Background: an optimization exercise with open tools, aiming at small area. Do not read the settings as production practice. The RTL was checked by simulation tests, not by an equivalence proof against the original design. No activity file was given, so power comes from the tool's default toggle rates.

### design/flow/config.mk
export PLATFORM = sky130hd
export DESIGN_NAME = eave_curve
export DESIGN_NICKNAME = eave_curve
export VERILOG_FILES = /design/flow/design.v
export SDC_FILE = /design/flow/constraint.sdc
export NUM_CORES = 4
export LEC_CHECK = 0
export ABC_AREA = 1
export CAP_MARGIN = 20
export CORE_MARGIN = 2
export CORE_UTILIZATION = 40
export SLEW_MARGIN = 20
### design/flow/constraint.sdc
create_clock -name core_clock -period 20.0 [get_ports {clk}]
set_input_delay 4.0000 -clock core_clock [delete_from_list [all_inputs] [get_ports {clk}]]
set_output_delay 4.0000 -clock core_clock [all_outputs]
set_load 0.01 [all_outputs]
### design/flow/design.v
module eave_curve (
    input  wire         clk,
    input  wire         rst,         
    input  wire         tick,        
    input  wire [15:0]  i_ma,        
    input  wire         open_sw,     
    input  wire [1:0]   cool,        
    input  wire [255:0] mult,        
    input  wire [15:0]  iref,        
    input  wire [3:0]   acc_sel,     
    output reg          valid,       
    output reg          trip,
    output reg  [3:0]   point,
    output reg  [15:0]  over,        
    output reg  [28:0]  acc_rd       
);
    function [28:0] tmax;
        input [3:0] k;
        begin
            case (k)
                4'd0:  tmax = 29'd10       * 29'd32;
                4'd1:  tmax = 29'd25       * 29'd32;
                4'd2:  tmax = 29'd63       * 29'd32;
                4'd3:  tmax = 29'd158      * 29'd32;
                4'd4:  tmax = 29'd398      * 29'd32;
                4'd5:  tmax = 29'd1000     * 29'd32;
                4'd6:  tmax = 29'd2512     * 29'd32;
                4'd7:  tmax = 29'd6310     * 29'd32;
                4'd8:  tmax = 29'd15849    * 29'd32;
                4'd9:  tmax = 29'd39811    * 29'd32;
                4'd10: tmax = 29'd100000   * 29'd32;
                4'd11: tmax = 29'd251189   * 29'd32;
                4'd12: tmax = 29'd630957   * 29'd32;
                4'd13: tmax = 29'd1584893  * 29'd32;
                4'd14: tmax = 29'd3981072  * 29'd32;
                default: tmax = 29'd10000000 * 29'd32;
            endcase
        end
    endfunction
    function [23:0] tmax1;
        input [3:0] k;
        begin
            case (k)
                4'd0:    tmax1 = 24'd9;
                4'd1:    tmax1 = 24'd24;
                4'd2:    tmax1 = 24'd62;
                4'd3:    tmax1 = 24'd157;
                4'd4:    tmax1 = 24'd397;
                4'd5:    tmax1 = 24'd999;
                4'd6:    tmax1 = 24'd2511;
                4'd7:    tmax1 = 24'd6309;
                4'd8:    tmax1 = 24'd15848;
                4'd9:    tmax1 = 24'd39810;
                4'd10:   tmax1 = 24'd99999;
                4'd11:   tmax1 = 24'd251188;
                4'd12:   tmax1 = 24'd630956;
                4'd13:   tmax1 = 24'd1584892;
                4'd14:   tmax1 = 24'd3981071;
                default: tmax1 = 24'd9999999;
            endcase
        end
    endfunction
    function [16:0] dstep;           
        input [15:0] r;
        input        n;
        input [15:0] nd;
        reg   [16:0] t;
        reg   [15:0] s;
        reg          c;
        integer      i;
        begin
            t = {r, n};
            c = 1'b1;
            for (i = 0; i < 16; i = i + 1) begin
                s[i] = t[i] ^ nd[i] ^ c;
                c    = (t[i] & nd[i]) | (t[i] & c) | (nd[i] & c);
            end
            c = c | t[16];
            dstep = c ? {1'b1, s} : {1'b0, t[15:0]};
        end
    endfunction
    function ltc;
        input [15:0] a;
        input [15:0] b;
        input        ci;
        reg          c;
        integer      i;
        begin
            c = ci;
            for (i = 0; i < 16; i = i + 1)
                c = (b[i] & ~a[i]) | (b[i] & c) | (~a[i] & c);
            ltc = c;
        end
    endfunction
    reg  [3:0]  ph;          
    reg         clr;         
    reg         run;         
    reg  [4:0]  cnt;         
    reg         open_q;
    reg  [3:0]  sel_q;
    wire [3:0]  kc   = ~ph;                  
    wire        dv   = run & ~cnt[4] & ~cnt[3];      
    wire        act  = run & (cnt[4] | cnt[3]);      
    wire        last = cnt == 5'd23;
    always @(posedge clk) begin
        if (rst) begin
            ph    <= 4'd0;
            clr   <= 1'b1;
            run   <= 1'b0;
            valid <= 1'b0;
        end else begin
            ph    <= ph + 4'd1;
            if (ph == 4'd15) clr <= 1'b0;
            run   <= tick | (run & ~last);
            valid <= run & last;
        end
        cnt <= tick ? 5'd0 : cnt + 5'd1;
        if (tick) begin
            open_q <= open_sw;
            sel_q  <= acc_sel;
        end
    end
    reg  [15:0] rem;         
    reg  [15:0] quo;         
    reg         ovf;         
    reg         inz;         
    reg         rnz;         
    wire [15:0] niref = ~iref;
    wire [16:0] s1 = dstep(rem, quo[15], niref);
    wire [16:0] s2 = dstep(s1[15:0], quo[14], niref);
    always @(posedge clk) begin
        if (tick) begin
            rem <= {4'd0, i_ma[15:4]};
            quo <= {i_ma[3:0], 12'd0};
            ovf <= ~ltc({4'd0, i_ma[15:4]}, iref, 1'b0);
            inz <= |i_ma;
        end else begin
            rem <= s2[15:0];
            if (dv) begin
                quo <= {quo[13:0], s1[16], s2[16]};
                rnz <= |s2[15:0];
            end
        end
    end
    wire [28:0] head;
    wire [28:0] nw;
    wire        wr = act | clr | rst;
    wire m1_0 = ph[3:0] == 4'd0;
    wire m1_12 = ph[3:0] == 4'd12;
    wire m1_4 = ph[3:0] == 4'd4;
    wire m1_8 = ph[3:0] == 4'd8;
    wire m2_0 = ph[3:1] == 3'd0;
    wire m2_12 = ph[3:1] == 3'd6;
    wire m2_4 = ph[3:1] == 3'd2;
    wire m2_8 = ph[3:1] == 3'd4;
    wire m4_0 = ph[3:2] == 2'd0;
    wire m4_8 = ph[3:2] == 2'd2;
    wire m8_0 = ph[3:3] == 1'd0;
    reg  [15:0] r0_0;
    always @(posedge clk) r0_0 <= {r0_0[14:0], (wr & 1'b1) ? nw[0] : r0_0[15]};
    reg  [15:0] r1_0;
    always @(posedge clk) r1_0 <= {r1_0[14:0], (wr & 1'b1) ? nw[1] : r1_0[15]};
    reg  [15:0] r2_0;
    always @(posedge clk) r2_0 <= {r2_0[14:0], (wr & 1'b1) ? nw[2] : r2_0[15]};
    reg  [15:0] r3_0;
    always @(posedge clk) r3_0 <= {r3_0[14:0], (wr & 1'b1) ? nw[3] : r3_0[15]};
    reg  [15:0] r4_0;
    always @(posedge clk) r4_0 <= {r4_0[14:0], (wr & 1'b1) ? nw[4] : r4_0[15]};
    reg  [15:0] r5_0;
    always @(posedge clk) r5_0 <= {r5_0[14:0], (wr & 1'b1) ? nw[5] : r5_0[15]};
    reg  [15:0] r6_0;
    always @(posedge clk) r6_0 <= {r6_0[14:0], (wr & 1'b1) ? nw[6] : r6_0[15]};
    reg  [15:0] r7_0;
    always @(posedge clk) r7_0 <= {r7_0[14:0], (wr & 1'b1) ? nw[7] : r7_0[15]};
    reg  [15:0] r8_0;
    always @(posedge clk) r8_0 <= {r8_0[14:0], (wr & 1'b1) ? nw[8] : r8_0[15]};
    reg  [15:0] r9_0;
    always @(posedge clk) r9_0 <= {r9_0[14:0], (wr & 1'b1) ? nw[9] : r9_0[15]};
    reg  [7:0] r10_0;
    always @(posedge clk) r10_0 <= {r10_0[6:0], (wr & m8_0) ? nw[10] : r10_0[7]};
    reg  [3:0] r10_1;
    always @(posedge clk) r10_1 <= {r10_1[2:0], (wr & m4_8) ? nw[10] : r10_1[3]};
    reg  [1:0] r10_2;
    always @(posedge clk) r10_2 <= {r10_2[0:0], (wr & m2_12) ? nw[10] : r10_2[1]};
    reg  [7:0] r11_0;
    always @(posedge clk) r11_0 <= {r11_0[6:0], (wr & m8_0) ? nw[11] : r11_0[7]};
    reg  [3:0] r11_1;
    always @(posedge clk) r11_1 <= {r11_1[2:0], (wr & m4_8) ? nw[11] : r11_1[3]};
    reg  [0:0] r11_2;
    always @(posedge clk) r11_2 <= (wr & m1_12) ? nw[11] : r11_2[0];
    reg  [7:0] r12_0;
    always @(posedge clk) r12_0 <= {r12_0[6:0], (wr & m8_0) ? nw[12] : r12_0[7]};
    reg  [3:0] r12_1;
    always @(posedge clk) r12_1 <= {r12_1[2:0], (wr & m4_8) ? nw[12] : r12_1[3]};
    reg  [0:0] r12_2;
    always @(posedge clk) r12_2 <= (wr & m1_12) ? nw[12] : r12_2[0];
    reg  [7:0] r13_0;
    always @(posedge clk) r13_0 <= {r13_0[6:0], (wr & m8_0) ? nw[13] : r13_0[7]};
    reg  [3:0] r13_1;
    always @(posedge clk) r13_1 <= {r13_1[2:0], (wr & m4_8) ? nw[13] : r13_1[3]};
    reg  [7:0] r14_0;
    always @(posedge clk) r14_0 <= {r14_0[6:0], (wr & m8_0) ? nw[14] : r14_0[7]};
    reg  [3:0] r14_1;
    always @(posedge clk) r14_1 <= {r14_1[2:0], (wr & m4_8) ? nw[14] : r14_1[3]};
    reg  [7:0] r15_0;
    always @(posedge clk) r15_0 <= {r15_0[6:0], (wr & m8_0) ? nw[15] : r15_0[7]};
    reg  [1:0] r15_1;
    always @(posedge clk) r15_1 <= {r15_1[0:0], (wr & m2_8) ? nw[15] : r15_1[1]};
    reg  [7:0] r16_0;
    always @(posedge clk) r16_0 <= {r16_0[6:0], (wr & m8_0) ? nw[16] : r16_0[7]};
    reg  [1:0] r16_1;
    always @(posedge clk) r16_1 <= {r16_1[0:0], (wr & m2_8) ? nw[16] : r16_1[1]};
    reg  [7:0] r17_0;
    always @(posedge clk) r17_0 <= {r17_0[6:0], (wr & m8_0) ? nw[17] : r17_0[7]};
    reg  [0:0] r17_1;
    always @(posedge clk) r17_1 <= (wr & m1_8) ? nw[17] : r17_1[0];
    reg  [7:0] r18_0;
    always @(posedge clk) r18_0 <= {r18_0[6:0], (wr & m8_0) ? nw[18] : r18_0[7]};
    reg  [7:0] r19_0;
    always @(posedge clk) r19_0 <= {r19_0[6:0], (wr & m8_0) ? nw[19] : r19_0[7]};
    reg  [7:0] r20_0;
    always @(posedge clk) r20_0 <= {r20_0[6:0], (wr & m8_0) ? nw[20] : r20_0[7]};
    reg  [3:0] r21_0;
    always @(posedge clk) r21_0 <= {r21_0[2:0], (wr & m4_0) ? nw[21] : r21_0[3]};
    reg  [1:0] r21_1;
    always @(posedge clk) r21_1 <= {r21_1[0:0], (wr & m2_4) ? nw[21] : r21_1[1]};
    reg  [3:0] r22_0;
    always @(posedge clk) r22_0 <= {r22_0[2:0], (wr & m4_0) ? nw[22] : r22_0[3]};
    reg  [0:0] r22_1;
    always @(posedge clk) r22_1 <= (wr & m1_4) ? nw[22] : r22_1[0];
    reg  [3:0] r23_0;
    always @(posedge clk) r23_0 <= {r23_0[2:0], (wr & m4_0) ? nw[23] : r23_0[3]};
    reg  [3:0] r24_0;
    always @(posedge clk) r24_0 <= {r24_0[2:0], (wr & m4_0) ? nw[24] : r24_0[3]};
    reg  [3:0] r25_0;
    always @(posedge clk) r25_0 <= {r25_0[2:0], (wr & m4_0) ? nw[25] : r25_0[3]};
    reg  [1:0] r26_0;
    always @(posedge clk) r26_0 <= {r26_0[0:0], (wr & m2_0) ? nw[26] : r26_0[1]};
    reg  [0:0] r27_0;
    always @(posedge clk) r27_0 <= (wr & m1_0) ? nw[27] : r27_0[0];
    reg  [0:0] r28_0;
    always @(posedge clk) r28_0 <= (wr & m1_0) ? nw[28] : r28_0[0];
    assign head[0] = r0_0[15];
    assign head[1] = r1_0[15];
    assign head[2] = r2_0[15];
    assign head[3] = r3_0[15];
    assign head[4] = r4_0[15];
    assign head[5] = r5_0[15];
    assign head[6] = r6_0[15];
    assign head[7] = r7_0[15];
    assign head[8] = r8_0[15];
    assign head[9] = r9_0[15];
    assign head[10] = (r10_0[7] & m8_0) | (r10_1[3] & m4_8) | (r10_2[1] & m2_12);
    assign head[11] = (r11_0[7] & m8_0) | (r11_1[3] & m4_8) | (r11_2[0] & m1_12);
    assign head[12] = (r12_0[7] & m8_0) | (r12_1[3] & m4_8) | (r12_2[0] & m1_12);
    assign head[13] = (r13_0[7] & m8_0) | (r13_1[3] & m4_8);
    assign head[14] = (r14_0[7] & m8_0) | (r14_1[3] & m4_8);
    assign head[15] = (r15_0[7] & m8_0) | (r15_1[1] & m2_8);
    assign head[16] = (r16_0[7] & m8_0) | (r16_1[1] & m2_8);
    assign head[17] = (r17_0[7] & m8_0) | (r17_1[0] & m1_8);
    assign head[18] = (r18_0[7] & m8_0);
    assign head[19] = (r19_0[7] & m8_0);
    assign head[20] = (r20_0[7] & m8_0);
    assign head[21] = (r21_0[3] & m4_0) | (r21_1[1] & m2_4);
    assign head[22] = (r22_0[3] & m4_0) | (r22_1[0] & m1_4);
    assign head[23] = (r23_0[3] & m4_0);
    assign head[24] = (r24_0[3] & m4_0);
    assign head[25] = (r25_0[3] & m4_0);
    assign head[26] = (r26_0[1] & m2_0);
    assign head[27] = (r27_0[0] & m1_0);
    assign head[28] = (r28_0[0] & m1_0);
    wire [15:0] onehot = 16'd1 << kc;
    reg  [15:0] m_k;
    integer     mi, mj;
    always @* begin
        m_k = 16'd0;
        for (mj = 0; mj < 16; mj = mj + 1)
            for (mi = 0; mi < 16; mi = mi + 1)
                m_k[mi] = m_k[mi] | (onehot[mj] & mult[16*mj + mi]);
    end
    wire [28:0] t_k  = tmax(kc);
    wire [23:0] tk1  = tmax1(kc);
    reg  [5:0] cool_amt;
    always @* begin
        case (cool)
            2'd0: cool_amt = 6'd32;
            2'd1: cool_amt = 6'd16;
            2'd2: cool_amt = 6'd4;
            default: cool_amt = 6'd1;
        endcase
    end
    wire        ov   = inz & (ovf | ltc(m_k, quo, rnz)) & ~open_q;
    wire [5:0]  hl   = head[5:0];
    wire [22:0] hu   = head[28:6];
    reg  [5:0]  lo_dn;
    reg         bw_lo;
    reg  [22:0] u_up, u_dn;
    reg         c_up, b_dn;
    reg         sat;
    reg         cs;
    integer     i;
    always @* begin
        bw_lo = 1'b0;
        for (i = 0; i < 6; i = i + 1) begin
            lo_dn[i] = hl[i] ^ cool_amt[i] ^ bw_lo;
            bw_lo    = (~hl[i] & cool_amt[i]) | (~hl[i] & bw_lo) | (cool_amt[i] & bw_lo);
        end
        c_up = hl[5];
        b_dn = bw_lo;
        for (i = 0; i < 23; i = i + 1) begin
            u_up[i] = hu[i] ^ c_up;
            u_dn[i] = hu[i] ^ b_dn;
            c_up    = c_up & hu[i];
            b_dn    = b_dn & ~hu[i];
        end
        cs  = 1'b1;
        for (i = 0; i < 24; i = i + 1)
            cs = (head[5+i] & ~tk1[i]) | (head[5+i] & cs) | (~tk1[i] & cs);
        sat = cs;
    end
    wire [28:0] up   = {u_up, ~hl[5], hl[4:0]};
    wire [28:0] dn   = {u_dn, lo_dn};
    wire        kill = open_q | clr | rst | (~ov & b_dn);
    assign nw = kill     ? 29'd0 :
                ov & sat ? t_k :
                ov       ? up : dn;
    wire hit = act & ov & sat;
    always @(posedge clk) begin
        if (tick) begin
            trip  <= 1'b0;
            point <= 4'd0;
        end else if (hit & (~trip | (kc < point))) begin
            trip  <= 1'b1;
            point <= kc;
        end
        if (act) over[kc] <= ov;
        if (act & (kc == sel_q)) acc_rd <= nw;
    end
endmodule
### design/flow/flow/run.sh
#!/bin/bash
# The standard layout (standard.sh), except:
#  - synthesis is flow/synth.tcl: the standard synthesis with an area-recovering
#    ABC script (flow/abc.script) for the logic; registers are mapped as usual;
#  - the port buffers are plain buf_1 cells;
#  - the clock tree uses clkbuf_4 leaves and a clkbuf_8 root, no dummy loads.
# make's output goes to flow.log; ORFS keeps each step's log under orfs/logs/.
set -euo pipefail
here=$(pwd)
sed "s#SYNTH_SCRIPT=[^ ]*#SYNTH_SCRIPT=$here/flow/synth.tcl#" standard.sh > own_standard.sh
grep -q "SYNTH_SCRIPT=$here/flow/synth.tcl" own_standard.sh
bash own_standard.sh 'BUFFER_PORTS_ARGS=-buffer_cell sky130_fd_sc_hd__buf_1' \
  'CTS_ARGS=-sink_clustering_enable -repair_clock_nets -buf_list sky130_fd_sc_hd__clkbuf_4 -root_buf sky130_fd_sc_hd__clkbuf_8 -sink_clustering_size 8 -sink_clustering_max_diameter 50 -dont_use_dummy_load' \
  finish > flow.log 2>&1
### design/flow/flow/abc.script
strash
dch
map -a
strash
dch
map -a
topo
stime -c
buffer -c
upsize -c
dnsize -c
### design/flow/flow/synth.tcl
# The standard synthesis (synth_recipe.tcl), except that ABC maps the logic
# with abc.script beside this file. Registers are mapped before ABC runs, by
# the standard steps, so they come out as in the standard synthesis.
set my_abc_script [file join [file dirname [file normalize [info script]]] abc.script]
proc synth {args} { yosys synth -nofsm -noshare {*}$args }
proc abc {args} {
  set i [lsearch -exact $args -script]
  if { $i >= 0 } { lset args [expr { $i + 1 }] $::my_abc_script }
  yosys abc {*}$args
}
source $::env(SCRIPTS_DIR)/synth.tcl
# left out here: clear keep_hierarchy, flatten, clean up, hide names made inside functions, write 1_2_yosys.v
### design/flow/standard.sh
#!/bin/bash
# synth_recipe.tcl (not shown) runs the flow's synth.tcl, then flattens the netlist and writes it again
# the make line also repeats each setting of config.mk as NAME=value (left out here)
make -C /OpenROAD-flow-scripts/flow DESIGN_CONFIG=/design/flow/config.mk WORK_HOME=/design/flow/orfs CLKGATE_MAP_FILE= SYNTH_SCRIPT=/design/flow/synth_recipe.tcl "${@:-finish}"
==> results of run 1 <==
Yosys cell counts, types with 2 or more instances:
master and count:
nor4_1 10, a211oi_1 7, nand2_1 238, nor3_1 18, nor2_2 9, or2_2 6, and2_1 2, fa_1 32
a221oi_1 33, buf_2 7, a221oi_2 5, inv_2 8, buf_4 4, nand3_1 37, o21ai_0 119, o221ai_1 5
clkinv_1 3, nor2_4 4, edfxtp_1 63, dfxtp_1 343, a32oi_1 2, o22ai_1 33, xor2_1 17, nand4_1 28
nor2_1 125, a21oi_1 54, ha_1 21, clkbuf_1 37, o21ai_1 6, o32ai_1 2, a22oi_1 84, a32o_1 3
inv_1 145, xnor2_1 4, a31oi_1 8, a221o_1 2, buf_1 4, nand4_2 2, o211ai_1 6
layout by cell type (no fill, tap or decap), drive strengths merged, types with 4 or more instances in the layout:
| cell type | synthesis | final |
|---|---|---|
| diode | 0 | 7 |
| ha | 21 | 21 |
| xnor2 | 4 | 4 |
| nand2 | 238 | 238 |
| nand3 | 38 | 38 |
| o211ai | 6 | 6 |
| dfxtp | 343 | 343 |
| nand4 | 30 | 30 |
| nor3 | 19 | 19 |
| o221ai | 5 | 5 |
| fa | 32 | 32 |
| a21oi | 55 | 55 |
| a31oi | 8 | 8 |
| nor2 | 138 | 138 |
| a221oi | 38 | 38 |
| inv | 153 | 153 |
| edfxtp | 63 | 63 |
| o21ai | 125 | 125 |
| or2 | 6 | 6 |
| clkbuf | 37 | 59 |
| o22ai | 33 | 33 |
| a211oi | 7 | 7 |
| nor4 | 12 | 12 |
| xor2 | 17 | 17 |
| a22oi | 84 | 84 |
| buf | 15 | 366 |
cell families (layout without fill, tap and decap cells):
group | count (synthesis) | after routing
AOI/OAI and AO/OA | 376 | 376
xor gates and xnor gates | 21 | 21
adders and majority gates | 55 | 55
buffers and inverters | 208 | 581
DFF | 406 | 406
muxes | 1 | 1
other | 0 | 7
and+or+nand+nor | 483 | 483
layout make-up:
class,count,area share [%]
repair buffers,366,8.192
diodes,7,0.09956
clock buffers,59,2.695
multi-input cells,936,32.27
flip-flops and latches,406,49.78
well taps,511,3.634
inverters,156,3.328
report_power, final:
part	switching, mW	internal [mW]
Clock	0.247	0.148
Sequential	0.0188	0.850
Combinational	0.243	0.150
Total	0.509	1.15
state kept, by name, indices dropped and copies added, names as in the netlist, 16 cells and up:
signal  flops
rem        16
r8_0       16
r7_0       16
r9_0       16
r0_0       16
r4_0       16
r2_0       16
r3_0       16
acc_rd     29
r5_0       16
r6_0       16
over       16
r1_0       16
quo        16
metrics by stage:
stage,power (mW),hold slack [ns],std cells,setup WS [ns]
detailed placement,1.281,0.3121,2375,0.9820
CTS,1.674,0.2949,2434,1.533
finish,1.656,0.2746,2441,1.524
floorplan,1.162,0.3096,1550,2.228
global route,1.766,0.3024,2440,0.8049
global placement,1.271,0.3100,2375,1.149
metal layers:
metal	routed length, um	up-vias
li1	-	6089
met1	18760	5954
met2	20680	550
met3	3452	125
met4	2357	4
met5	26	-
critical path, delay by kind of cell:
kind            cells  cell delay (ns)
fa+ha+maj          31            12.39
compound gates      4             0.65
simple gates        6             1.21
buf+inv             3             0.52
worst paths after layout:
check	start	endpoint	slack (ns)	cells after the start
worst max-delay path	iref[0]	rnz$_DFFE_PP_	1.52	44
worst min-delay path	r7_0[7]$_DFF_P_	r7_0[8]$_DFF_P_	0.27	0
worst min register to register	r7_0[7]$_DFF_P_	r7_0[8]$_DFF_P_	0.27	0
worst max register to register	quo[15]$_DFFE_PP_	rnz$_DFFE_PP_	4.57	44
==> run_results.csv, run 1 <==
group,metric,value,unit
status,outcome,"complete, no violations",
sta,setup_viol,0,
final_layout,areaGrowthSynthToFinish,15.57,%
final_layout,regArea,0.008758,mm2
die,std_cell_rows,71,
power,p_leak,6.645,nW
synth,synth-seq-cells,406,
synth,synthArstFlopShare,0,%
clock_tree,clkTransAtPathRegs,0.08,ns
placed_design,placed_area,0.01710,mm2
synth,synth_adder_area_share,6.073,%
global_route,grt_max_degree,37,
synth,synth_top_cell_area_share,45.10,%
synth,avgSynthCellArea,9.822,um2
clock_tree,cts-root-buf,"clkbuf_8",
clock_tree,cts_tree,"yes",
clock_tree,clk-insertion-delay-late,0.60,ns
synth,ys.flop_type,"dfxtp_1",
sta,clock_skew,0.07990,ns
routing,wirelength,45270,um
sta,max-slew-margin-rel,27.50,%
sta,fin_crit,18.48,ns
critical_path,crit_top_cell,"fa_1",
sta,report.final.slew_viol_count,0,
critical_path,required,20.29,ns
routing,wl_per_cell,18.55,um
final_layout,multiInputGateArea,0.005678,mm2
die,die_h,199.1,um
critical_path,crit_arrival,18.77,ns
critical_path,cp_max_fo,25,
critical_path,crit_slowest_cell,"fa_1",
sta,period_share,92.38,%
sta,hold_violations,0,
routing,dr.pass1.iters,8,
sta,tightest_slew,1.086,ns
die,core_area,0.03758,mm2
clock_tree,cts_resized,0,
routing,vias,12722,
final_layout,finalNetCount,2276,
synth,synth_cells,1550,
critical_path,critPathLaunchType,"input pin",
placed_design,gp_congestion,0.9432,
routing,antenna_left,0,
global_route,gr-usage-met3,4.844,%
critical_path,max_stage_delay,0.46,ns
placed_design,dp_hpwl,34550,um
global_route,met2_usage,35.10,%
global_route,grt_pass1_wl,66940,um
synth,synth.distinct_cells,53,
global_route,track_usage,22.08,%
routing,drt_iter0_markers,922,
die,initial_core_util,40.52,%
global_route,antenna_found_initial,9,
synth,synthXorXnorAreaFrac,1.208,%
critical_path,crit_type,"input pin to register",
global_route,top_usage_layer,"met2",
synth,ys_seq_area_share,57.53,%
routing,viasPerCell,5.212,
global_route,grt_pass1_vias,12169,
synth,synth-compound-area-share,16.01,%
synth,synth_area,0.01522,mm2
routing,route.detailed.drc,0,
synth,synth_top_family_by_area,"compound AO/OA/AOI/OAI gates",
clock_tree,cts_hold_buf,0,
final_layout,fin_area,0.01759,mm2
critical_path,critPathCaptureType,"register",
global_route,met1_usage,27.96,%
final_layout,drive_gt1_share,6.396,%
clock_tree,cts_buffers,59,
sta,fin_setup_tns,0,ns
run,cap_violations,0,
die,fp.dieW,199.1,um
synth,syn_nets,1901,
synth,synthMuxAreaShare,0.06575,%
synth,yosysWarnings,1,
clock_tree,post_cts_buffers,0,
placed_design,port_buffers,348,
die,ioPinCount,349,
clock_tree,clock_path_buffers,3,
clock_tree,clock-sinks,406,
power,p_per_area,94.11,mW/mm2
synth,synthSimpleGateAreaFrac,13.83,%
power,peakVddDrop,47.38,uV
global_route,grt_overflow,0,
sta,fmax,0.05412,GHz
clock_tree,htree_levels,2,
final_layout,n_fill_cell,3702,
sta,rsz0062_at_grt,"no",
synth,synth_edf_count,63,
die,die-area,0.03964,mm2
synth,synth_area_leaders,"dfxtp_1 (45%), edfxtp_1 (12%), nand2_1 (5.9%), fa_1 (4.2%), a22oi_1 (4.1%)",
final_layout,fin_util,46.82,%
worst_hold_path,hold_class,"register to register",
synth,synth_largest_area_cell,"dfxtp_1",
==> inputs of run 2 (changes only) <==
--- a/design/flow/flow/run.sh
+++ b/design/flow/flow/run.sh
@@ -10,5 +10,5 @@
 sed "s#SYNTH_SCRIPT=[^ ]*#SYNTH_SCRIPT=$here/flow/synth.tcl#" standard.sh > own_standard.sh
 grep -q "SYNTH_SCRIPT=$here/flow/synth.tcl" own_standard.sh
 bash own_standard.sh 'BUFFER_PORTS_ARGS=-buffer_cell sky130_fd_sc_hd__buf_1' \
-  'CTS_ARGS=-sink_clustering_enable -repair_clock_nets -buf_list sky130_fd_sc_hd__clkbuf_4 -root_buf sky130_fd_sc_hd__clkbuf_8 -sink_clustering_size 8 -sink_clustering_max_diameter 50 -dont_use_dummy_load' \
+  'CTS_ARGS=-sink_clustering_enable -repair_clock_nets -buf_list sky130_fd_sc_hd__clkbuf_2 -root_buf sky130_fd_sc_hd__clkbuf_8 -sink_clustering_size 6 -sink_clustering_max_diameter 40 -dont_use_dummy_load' \
   finish > flow.log 2>&1
==> design/flow/flow/abc.script (replaced) <==
strash
dch
map -a
strash
dch
map -a
topo
dnsize -c
==> run 2 against run 1 <==
Final area decreased by 0.76%. Clock power is essentially flat. Largest cell class unchanged. Non-clock buffer count up 8. Synthesized area shrank 2.3%. Highest routed layer unchanged. Setup slack worse by 0.12 ns. Sequential power barely moved.
==> run_results.csv, run 2 <==
group,metric,value,unit
final_layout,n_fill_cell,3611,
global_route,antenna_found_initial,12,
global_route,track_usage,24.16,%
critical_path,critPathLaunchType,"input pin",
die,fp.dieW,196.8,um
critical_path,rrSetupSlack,4.53,ns
power,p_leak,6.308,nW
final_layout,multiInputGateArea,0.005543,mm2
critical_path,crit_type,"input pin to register",
power,p_per_area,94.90,mW/mm2
synth,synth-seq-cells,406,
synth,synthMostInstantiatedCell,"dfxtp_1",
sta,hold_violations,0,
worst_hold_path,hold_class,"register to register",
worst_hold_path,min_path_cells,0,
clock_tree,htree_levels,3,
sta,fin_crit,18.59,ns
status,outcome,"complete, no violations",
synth,avgSynthCellArea,9.927,um2
die,std_cell_rows,70,
placed_design,port_buffers,348,
die,die-area,0.03873,mm2
power,p_clk_share,23.8,%
global_route,grt_max_degree,37,
power,peakVddDrop,45.76,uV
critical_path,critPathCaptureType,"register",
global_route,grt_pass1_vias,12224,
routing,drt_iter0_markers,1143,
clock_tree,cts_tree,"yes",
critical_path,crit_arrival,18.87,ns
routing,vias,13050,
sta,max-slew-margin-rel,36.37,%
routing,wirelength,48080,um
routing,dr.pass1.iters,10,
routing,wl_per_cell,19.84,um
clock_tree,clock_path_buffers,3,
final_layout,areaGrowthSynthToFinish,17.42,%
clock_tree,post_cts_buffers,0,
final_layout,regArea,0.008758,mm2
synth,syn_nets,1849,
clock_tree,cts-root-buf,"clkbuf_8",
sta,setup_viol,0,
die,die_h,196.8,um
sta,report.final.slew_viol_count,0,
critical_path,required,20.28,ns
critical_path,crit_slowest_cell,"clkinv_1",
synth,synthArstFlopShare,0,%
synth,synth_area,0.01487,mm2
placed_design,dp_slack,0.8447,ns
final_layout,largest_reg_flops,29,
die,initial_core_util,40.62,%
synth,synth.distinct_cells,36,
clock_tree,clk-insertion-delay-late,0.56,ns
final_layout,fin_util,47.69,%
sta,clock_skew,0.07614,ns
final_layout,top_register,"acc_rd",
synth,synth_common_cells,"dfxtp_1 (343), nand2_1 (238), clkinv_1 (156)",
sta,rsz0062_at_grt,"no",
sta,fmax,0.05379,GHz
synth,synth_area_leaders,"dfxtp_1 (46%), edfxtp_1 (13%), nand2_1 (6.0%), fa_1 (4.3%), a22oi_1 (4.2%)",
final_layout,final_cell_mix,"buf_1 (348), dfxtp_1 (343), nand2_1 (238)",
global_route,grt_overflow,0,
power,p_comb_share,23.7,%
sta,period_share,92.96,%
sta,fin_ws,1.408,ns
critical_path,rr_worst_depth,44,
synth,ys_seq_area_share,58.90,%
power,power.share.sequential,52.5,%
sta,tightest_slew,0.9509,ns
synth,yosysWarnings,1,
die,core_area,0.03661,mm2
clock_tree,cts_buffers,80,
synth,synth_cells,1498,
clock_tree,clkTransAtPathRegs,0.11,ns
power,switching_share,31.49,%
clock_tree,clock-sinks,406,
placed_design,gp_congestion,0.8991,
final_layout,final_common_cell,"buf_1",
clock_tree,cts_resized,0,
clock_tree,cts_hold_buf,0,
synth,synth_edf_count,63,
placed_design,dp_hpwl,36500,um
routing,route.detailed.drc,0,
synth,synth_largest_area_cell,"dfxtp_1",
final_layout,drive_gt1_share,6.148,%
global_route,grt_pass1_wl,70930,um
critical_path,max_stage_delay,0.51,ns
die,ioPinCount,349,
synth,ys.flop_type,"dfxtp_1",
final_layout,finalNetCount,2305,
critical_path,cp_max_fo,30,
routing,antenna_left,0,
synth,synth_top_cell_area_share,46.18,%
power,power_switching,521.8,uW
critical_path,crit_top_cell,"fa_1",
run,cap_violations,0,
sta,fin_setup_tns,0,ns
power,p_int,1.135,mW
routing,viasPerCell,5.386,
## run 2: cells by family after synthesis
group	share of synthesized area, %
AO/OA/AOI/OAI	16.14
XOR/XNOR	1.237
buffers and inverters	3.938
flip-flops	58.90
AND/OR/NAND/NOR	13.51
multiplexers	0.06731
adder cells (fa/ha/maj)	6.209
## run 2: worst paths after layout
| path | endpoint | start |
|---|---|---|
| worst max-delay path | rnz$_DFFE_PP_ | iref[0] |
| worst min-delay path | r7_0[14]$_DFF_P_ | r7_0[13]$_DFF_P_ |
| worst max register to register | rnz$_DFFE_PP_ | quo[15]$_DFFE_PP_ |
| worst min register to register | r7_0[14]$_DFF_P_ | r7_0[13]$_DFF_P_ |
## run 2: cell type report
cell class	instances	share of cell area, %
inverter	156	3.354
clock buffer	80	2.745
antenna	3	0.04300
timing repair buffer	374	8.599
tap	468	3.354
sequential	406	50.16
multi-input combinational	936	31.74
## run 2: power groups by stage
stage / clock network, mW / logic (mW) / registers, mW
finish: 0.395 / 0.392 / 0.870
global route: 0.454 / 0.449 / 0.874
CTS: 0.416 / 0.390 / 0.870
detailed placement: 0 / 0.391 / 0.888
global placement: 0 / 0.381 / 0.889
floorplan: 0 / 0.273 / 0.882
## run 2: worst max-delay path: cells and delay by family
kind | cells | cell delay [ns]
AOI/OAI and AO/OA | 2 | 0.27
and+or+nand+nor | 8 | 1.41
buffers and inverters | 4 | 1.01
adders and majority gates | 30 | 12.14
## run 2: stage by stage
stage	cell area [um2]	power (mW)	std cells	hold slack [ns]
global placement	16970	1.270	2340	0.3099
global route	17460	1.777	2423	0.2954
CTS	17450	1.677	2420	0.2812
detailed placement	16970	1.279	2340	0.3121
finish	17460	1.657	2423	0.2847
floorplan	14870	1.155	1498	0.3096
## run 2: metal layers
metal | up-vias | routed length (um) | global-route usage [%]
met3 | 138 | 4964 | 8.761
li1 | 6169 | - | -
met4 | 18 | 1590 | 8.716
met1 | 6121 | 21300 | 34.03
met5 | - | 110 | 0
met2 | 604 | 20120 | 33.90

[port drivers added, routing unchanged]
No port has a modelled driver above. Below, the same layouts with a new extraction and two added sets of constraints. Step 1: set_driving_cell puts a clkbuf_16 on clk and a buf_2 on each other input, an assumption about the parent block. Step 2 adds t to the input delays and takes it off the output delays; t is the mean of the earliest and latest rising clock arrival at the registers after step 1. Input paths then give back, and output paths get back, about the clock's delay inside the block. a / b / c = ideal ports / drivers / drivers and shift; a / b = the first two.
run	t, ns	setup slack, ns	worst hold slack (ns)	latest minus earliest clock arrival (ns)	cell pins on the clock port's net
run 1	0.607	1.524 / 1.533 / 0.927	0.275 / 0.275 / 0.275	0.083 / 0.083	1
run 2	0.571	1.408 / 1.427 / 0.857	0.285 / 0.285 / 0.285	0.098 / 0.099	1
After both steps every run listed still meets setup and hold. For run 1, which loses most, drivers alone change the setup slack by +0.009 ns; drivers and shift together by -0.597 ns.
